What follows belongs to an exercise in optimizing a design on an open flow for small area, a short achievable clock period and few clock cycles per item; a production flow would make more cautious choices. Function was checked by simulation only, so behaviour that the tests miss may differ from the original. Power and IR drop assume default switching activity.

==> run a <==
// voler_mac
module voler_mac (
    input  wire        clk,
    input  wire        rst,
    input  wire        in_valid,
    output wire        in_ready,
    input  wire [31:0] in_instr,
    input  wire [23:0] in_x0,
    input  wire [23:0] in_y0,
    input  wire [23:0] in_x1,
    input  wire [23:0] in_y1,
    output reg         out_valid,
    output reg  [23:0] out_data
);
    assign in_ready = 1'b1;
    reg        v0;
    reg [7:0]  op0;
    reg [23:0] f0;
    reg [24:0] x0_0, x1_0;
    reg [11:0] one0_0, two0_0, sgn0_0, one1_0, two1_0, sgn1_0;
    wire       in_dmac = in_instr[31:24] == 8'h42;
    wire       in_mac2 = in_instr[31:24] == 8'h41;
    wire [24:0] yb0 = {in_y0, 1'b0};
    wire [24:0] yb1 = {in_y1, 1'b0};
    genvar gi;
    generate for (gi = 0; gi < 12; gi = gi + 1) begin : benc
        always @(posedge clk) begin
            one0_0[gi] <= yb0[2*gi+1] ^ yb0[2*gi];
            two0_0[gi] <= (yb0[2*gi+2] && !yb0[2*gi+1] && !yb0[2*gi]) ||
                          (!yb0[2*gi+2] && yb0[2*gi+1] && yb0[2*gi]);
            sgn0_0[gi] <= in_dmac ? yb0[2*gi+2] ^ in_instr[3] : yb0[2*gi+2] ^ in_instr[21];
            one1_0[gi] <= yb1[2*gi+1] ^ yb1[2*gi];
            two1_0[gi] <= (yb1[2*gi+2] && !yb1[2*gi+1] && !yb1[2*gi]) ||
                          (!yb1[2*gi+2] && yb1[2*gi+1] && yb1[2*gi]);
            sgn1_0[gi] <= in_mac2 ? yb1[2*gi+2] ^ in_instr[21] : yb1[2*gi+2] ^ in_instr[2];
        end
    end endgenerate
    reg        dbl0;           
    reg        frac_fe;        
    wire       s0_dstart = v0 && op0 == 8'h03;
    wire       s0_wfrac  = v0 && op0 == 8'h51 && f0[6];
    wire       frac_nx   = (s0_dstart || s0_wfrac) ? f0[2] : frac_fe;
  ...
==> flow/config.mk <==
export PLATFORM = sky130hd
export DESIGN_NAME = voler_mac
export DESIGN_NICKNAME = voler_mac
export VERILOG_FILES = /design/flow/design.v
export SDC_FILE = /design/flow/constraint.sdc
export NUM_CORES = 4
export LEC_CHECK = 0
export CAP_MARGIN = 20
export CORE_MARGIN = 2
export CORE_UTILIZATION = 45
export CTS_CLUSTER_DIAMETER = 100
export CTS_CLUSTER_SIZE = 20
export SLEW_MARGIN = 20
export SYNTH_HIERARCHICAL = 1
export TNS_END_PERCENT = 10
==> flow/constraint.sdc <==
create_clock -name core_clock -period 20.0 [get_ports {clk}]
set_input_delay 4.0000 -clock core_clock [delete_from_list [all_inputs] [get_ports {clk}]]
set_output_delay 4.0000 -clock core_clock [all_outputs]
set_load 0.01 [all_outputs]
standard.sh (not shown) runs the stock make flow with config.mk's settings and CLKGATE_MAP_FILE= SYNTH_SCRIPT=/design/flow/synth_recipe.tcl, a recipe that flattens the netlist after the stock synthesis.
==> flow/flow/run.sh <==
#!/bin/bash
# The standard layout (standard.sh) with these changes:
#  - flow/post_synth.tcl runs after the standard synthesis netlist is loaded
#    (synthesis buffers removed, Booth select cells at minimum size);
#  - the port buffers are buf_2 cells;
#  - repair_timing is asked for extra setup margin at the design's clock
#    period; the SDC is not changed.
# Make's output goes to flow_make.log here; ORFS keeps each step's full log
# under orfs/logs.
set -euo pipefail
MARGIN=14.8
bash standard.sh SETUP_SLACK_MARGIN=$MARGIN POST_SYNTH_TCL=$PWD/flow/post_synth.tcl \
  "BUFFER_PORTS_ARGS=-buffer_cell sky130_fd_sc_hd__buf_2" finish > flow_make.log 2>&1
==> flow/flow/post_synth.tcl <==
# Runs inside ORFS's synth_odb step (POST_SYNTH_TCL), after the standard
# synthesis netlist is loaded: drop the buffers that synthesis inserted and
# put every combinational cell at drive strength 1 (synthesis upsizes for an
# unreachable delay target); the resizer rebuffers and upsizes later where
# the layout's timing needs it. Registers are not touched.
remove_buffers
set n 0
foreach inst [get_cells *] {
  set ref [get_property $inst ref_name]
  if { ![regexp {^(sky130_fd_sc_hd__)(\w+)_([0-9]+)$} $ref -> pre base size] } { continue }
  if { $size < 2 } { continue }
  if { [regexp {^(e?dfx|dfr|dfs|dfb|sdf|dl|clk|conb|tap|fill|decap|buf|inv$)} $base] } { continue }
  set lc [get_lib_cells -quiet */${pre}${base}_1]
  if { $lc == "" } { continue }
  if { [get_property $lc area] >= [get_property [get_lib_cells */$ref] area] } { continue }
  replace_cell $inst $lc
  incr n
}
puts "post_synth: downsized $n cells to drive strength 1"
==> inputs of run b, as changes to run a <==
--- a/flow/design.v
+++ b/flow/design.v
@@ -135,30 +135,29 @@
     reg [55:0] accr0, accr1, accr2, accr3;
     reg [3:0]  kp, hi, lo;
     reg [3:0]  ovg;
     reg [3:0]  ovp_wa, ovp_wb;
     reg        ovp_a, ovp_b;
     wire [3:0] ovg_now = ovg | (ovp_wa & {4{ovp_a}}) | (ovp_wb & {4{ovp_b}});
     reg        lflag;
-    reg [55:0] raw_a, raw_b;
-    always @(*) begin
-        raw_a = ({56{a1[0]}} & accr0) | ({56{a1[1]}} & accr1) |
-                ({56{a1[2]}} & accr2) | ({56{a1[3]}} & accr3);
-        raw_b = ({56{b1[0]}} & accr0) | ({56{b1[1]}} & accr1) |
-                ({56{b1[2]}} & accr2) | ({56{b1[3]}} & accr3);
-    end
-    wire [55:0] acc_a  = ({56{|(kp & a1)}} & raw_a) | {|(hi & a1), {55{|(lo & a1)}}};
-    wire [55:0] acc_b  = ({56{|(kp & b1)}} & raw_b) | {|(hi & b1), {55{|(lo & b1)}}};
+    wire [3:0]  ka = a1 & kp & {4{!e_clr}};
+    wire [3:0]  kb = b1 & kp;
+    wire [55:0] acc_a  = ({56{ka[0]}} & accr0) | ({56{ka[1]}} & accr1) |
+                         ({56{ka[2]}} & accr2) | ({56{ka[3]}} & accr3) |
+                         ({56{!e_clr}} & {|(hi & a1), {55{|(lo & a1)}}});
+    wire [55:0] acc_b  = ({56{kb[0]}} & accr0) | ({56{kb[1]}} & accr1) |
+                         ({56{kb[2]}} & accr2) | ({56{kb[3]}} & accr3) |
+                         {|(hi & b1), {55{|(lo & b1)}}};
     wire [47:0] l3s, l3k, lbs, lbk;
     wire [57:0] p2s = {9'h1FF, pas_1};
     wire [57:0] p2k = {8'h00, pac_1, 1'b0};
     wire        sa  = e_suba;
     wire [57:0] pa  = e_adda ? ({{2{acc_b[55]}}, acc_b} ^ {58{sa}}) : p2s;
     wire [57:0] qa  = e_adda ? 58'd0 : p2k;
-    wire [57:0] base_a = e_clr ? 58'd0 : {{2{acc_a[55]}}, acc_a};
+    wire [57:0] base_a = {{2{acc_a[55]}}, acc_a};
     vm_csa #(48) csa3 (.a(pa[47:0]), .b(qa[47:0]), .c(base_a[47:0]), .s(l3s), .k(l3k));
     wire [9:0]  h3s = pa[57:48] ^ qa[57:48] ^ base_a[57:48];
     wire [9:0]  h3k = (pa[57:48] & qa[57:48]) | (pa[57:48] & base_a[57:48]) | (qa[57:48] & base_a[57:48]);
     wire [57:0] sum_a;
     vm_add58 adda (.a({h3s, l3s}), .b({h3k[8:0], l3k, e_adda & sa}), .s(sum_a));
     wire        ovf_a = (sum_a[57:55] != 3'b000) && (sum_a[57:55] != 3'b111);
     wire [57:0] base_b = {{2{acc_b[55]}}, acc_b};
--- a/flow/flow/run.sh
+++ b/flow/flow/run.sh
@@ -4,10 +4,10 @@
 #    (synthesis buffers removed, Booth select cells at minimum size);
 #  - the port buffers are buf_2 cells;
 #  - repair_timing is asked for extra setup margin at the design's clock
 #    period; the SDC is not changed.
 # Make's output goes to flow_make.log here; ORFS keeps each step's full log
 # under orfs/logs.
 set -euo pipefail
-MARGIN=14.8
+MARGIN=15.2
 bash standard.sh SETUP_SLACK_MARGIN=$MARGIN POST_SYNTH_TCL=$PWD/flow/post_synth.tcl \
   "BUFFER_PORTS_ARGS=-buffer_cell sky130_fd_sc_hd__buf_2" finish > flow_make.log 2>&1
==> qor summary <==
quantity	run b	run a
Total met2 wirelength after detailed routing	149 mm	155 mm
Count of multi-input combinational gates	5753	6077
Number of logic inverters in the finished layout	171	113
Via-per-instance ratio	7.00	6.94
P_sw	9.11 mW	8.81 mW
Layout Area Growth over Synthesis	24.8%	18.3%
Number of optimization iterations in the first detailed-route pass	7	9
Delay of the slowest cell on the worst path	0.57 ns	0.55 ns
Sequential group share of total power	0.122	0.128
Post-Synthesis Cell Area	64800 µm²	65800 µm²
Sw frac	0.550	0.555
Post-CTS setup buffers	85	75
Utilization after layout	0.564	0.536
Width of the chip	384 µm	386 µm
Status	complete, no violations	complete, no violations
Total routing resource utilization after global routing	0.439	0.450
Testbench counts of run a, summed over its fixed seeds: cycles 160,024, items 160,000.
Testbench counts of run b, summed over its fixed seeds: cycles 160,024, items 160,000.

## static timing again, ports no longer ideal
How much do the figures lean on ideal ports? The routed layouts below were timed once more, with nothing changed but the port constraints.
Step 1, drivers: a clkbuf_16 drives clk and a buf_2 each remaining input, both assumed.
Step 2 also shifts input and output timing later by t, the mid clock arrival at the registers, as if the neighbouring blocks saw the same clock.
a / b / c = ideal / step 1 / step 2; a / b = the first two.
run | t (ns) | setup WS [ns] | slew at the worst register clock pin (ns) | pins driven straight from the clock port
run a | 0.787 | 14.494 / 14.494 / 14.063 | 0.09 / 0.09 | 1
run b | 0.772 | 14.828 / 14.739 / 14.254 | 0.09 / 0.09 | 1
After both steps setup and hold are still met in every run listed. For run b, which loses most, drivers alone change the setup slack by -0.089 ns; drivers and shift together by -0.574 ns.
